Source: an optimization exercise on an open RTL-to-GDS flow (aim: small area, a short achievable clock period and few clock cycles per item). Production flows keep margins and buffers that such runs may drop. The RTL was checked by simulation tests, not by an equivalence proof against the original design.

Design sha256_lane, start of the top module:
module sha256_lane (
    input  wire         clk,
    input  wire         rst_n,    
    input  wire         start,    
    input  wire         first,    
    input  wire [511:0] block,    
    output wire         ready,
    output reg          done,
    output wire [255:0] digest    
);
Size in the first run: roughly 5800 cells after synthesis, about 770 I/O pins, roughly 60000 µm² of cells after synthesis.
export LEC_CHECK = 0
export CAP_MARGIN = 20
export CORE_MARGIN = 2
export CORE_UTILIZATION = 40
export SETUP_SLACK_MARGIN = 5
export SLEW_MARGIN = 20
create_clock -name core_clock -period 9.5 [get_ports {clk}]
run.sh (not shown) runs the stock make flow with config.mk's settings and CLKGATE_MAP_FILE= SYNTH_SCRIPT=/design/flow/synth_recipe.tcl, a recipe that flattens the netlist after the stock synthesis.
Testbench counts at the start, summed over its fixed seeds: cycles 50,136, blocks 783.
Next try:
SETUP_SLACK_MARGIN = 4.5   (was 5)
Outcome: The new run finished with timing, DRC and antenna clean; die area is unchanged; global-route usage came out lower by 0.46 points; cell area goes down by a few percent; routed wire length decreases slightly; clock skew fell by 0.015 ns; via count shrinks by a few percent; final cell count decreases slightly.


Setup of amber:
Another version of the RTL of sha256_lane (not shown whole).
For scale: about 5500 cells after synthesis, about 1100 flip-flops, about 770 I/O pins, ~0.056 mm² of cells after synthesis.
==> flow/design.v (excerpt) <==
module sha256_lane (
    input  wire         clk,
    input  wire         rst_n,    
    input  wire         start,    
    input  wire         first,    
    input  wire [511:0] block,    
    output wire         ready,
    output reg          done,
    output wire [255:0] digest    
);
    localparam [31:0] IV0 = 32'h6a09e667, IV1 = 32'hbb67ae85,
                      IV2 = 32'h3c6ef372, IV3 = 32'ha54ff53a,
                      IV4 = 32'h510e527f, IV5 = 32'h9b05688c,
                      IV6 = 32'h1f83d9ab, IV7 = 32'h5be0cd19;
    function [31:0] knext;
        input [5:0] i;
        begin
            case (i)
                6'd0:  knext = 32'h71374491; 6'd1:  knext = 32'hb5c0fbcf;
                6'd2:  knext = 32'he9b5dba5; 6'd3:  knext = 32'h3956c25b;
                6'd4:  knext = 32'h59f111f1; 6'd5:  knext = 32'h923f82a4;
                6'd6:  knext = 32'hab1c5ed5; 6'd7:  knext = 32'hd807aa98;
                6'd8:  knext = 32'h12835b01; 6'd9:  knext = 32'h243185be;
                6'd10: knext = 32'h550c7dc3; 6'd11: knext = 32'h72be5d74;
                6'd12: knext = 32'h80deb1fe; 6'd13: knext = 32'h9bdc06a7;
                6'd14: knext = 32'hc19bf174; 6'd15: knext = 32'he49b69c1;
                6'd16: knext = 32'hefbe4786; 6'd17: knext = 32'h0fc19dc6;
                6'd18: knext = 32'h240ca1cc; 6'd19: knext = 32'h2de92c6f;
  ...
clock: 9.5 ns
lec_check: 0
cap_margin: 20
core_margin: 2
core_utilization: 40
cts_cluster_diameter: 60
cts_cluster_size: 30
setup_slack_margin: 5
slew_margin: 20
standard.sh (not shown) runs the stock make flow with config.mk's settings and CLKGATE_MAP_FILE= SYNTH_SCRIPT=/design/flow/synth_recipe.tcl, a recipe that flattens the netlist after the stock synthesis.
==> flow/flow/run.sh <==
#!/bin/bash
# Standard layout, but with the smallest buffer on the ports (every port
# still gets its own buffer); each tool's output stays in orfs/logs.
set -euo pipefail
bash standard.sh BUFFER_PORTS_ARGS="-buffer_cell sky130_fd_sc_hd__buf_1" finish > standard_make.log 2>&1
Testbench counts of amber, summed over its fixed seeds: cycles 50,136, blocks 783.
Inputs modified between amber and xenon:
Settings: removing CTS_CLUSTER_DIAMETER (formerly 60); removing CTS_CLUSTER_SIZE (formerly 30).
==> run summary <==
- For xenon, the end point of the critical path was e[28], unlike amber, where it was a[30].
- Post-route core utilization: xenon vs amber up 0.21 points
- The wire length was comparable across xenon and amber.
- Of xenon and amber, the lower relative area of clock buffers and inverters in the final design belongs to amber.
- Compared to amber, xenon has number of buffers created by CTS 17 higher.
- Clock period minus final worst setup slack was lower in xenon than in amber.
- Re number of buffers outside the clock class in the layout: xenon and amber aren't equal, and the higher value belongs to xenon.
- From amber to xenon the numbers moved as follows: hold-critical path depth saw an increase; amount of wire on met3 after detailed routing saw a decrease; wire length of the first global-routing pass saw little to no change.
- A cell type of the slowest stage on the worst timing path of sky130_fd_sc_hd__fa_2 is what amber shows, while sky130_fd_sc_hd__or4_1 belongs to xenon.
- Comparing xenon and amber, the lower total routed wire length on the met1 layer was measured on amber.

[re-timing with driven ports]
The flow's constraints put no driver on any port. The routed layouts listed below were extracted and timed again, unchanged, in two steps. Step 1, drivers: a clkbuf_16 drives clk and a buf_2 each remaining input, both assumed. Step 2 moves the port delays by t, midway between the first and last clock arrival at a register: inputs arrive t later, outputs are due t later. That takes back most of the time a late clock gives input paths. Slacks: ideal ports / drivers / drivers and shift; pairs: ideal ports / drivers.
| run | shift t [ns] | setup slack, ns | clock arrival spread, ns | worst register clock-pin slew, ns | worst slew at a driven data input, ns |
|---|---|---|---|---|---|
| the first run of note 1 | 0.859 | 4.659 / 4.659 / 4.659 | 0.060 / 0.059 | 0.07 / 0.07 | 0.29 |
| the second run of note 1 | 0.847 | 4.523 / 4.523 / 4.523 | 0.044 / 0.044 | 0.06 / 0.06 | 0.29 |
| amber | 0.786 | 4.378 / 4.378 / 4.378 | 0.062 / 0.062 | 0.09 / 0.09 | 0.17 |
| xenon | 0.814 | 4.399 / 4.399 / 4.399 | 0.089 / 0.090 | 0.07 / 0.07 | 0.20 |
After both steps setup and hold are still met in every run listed.
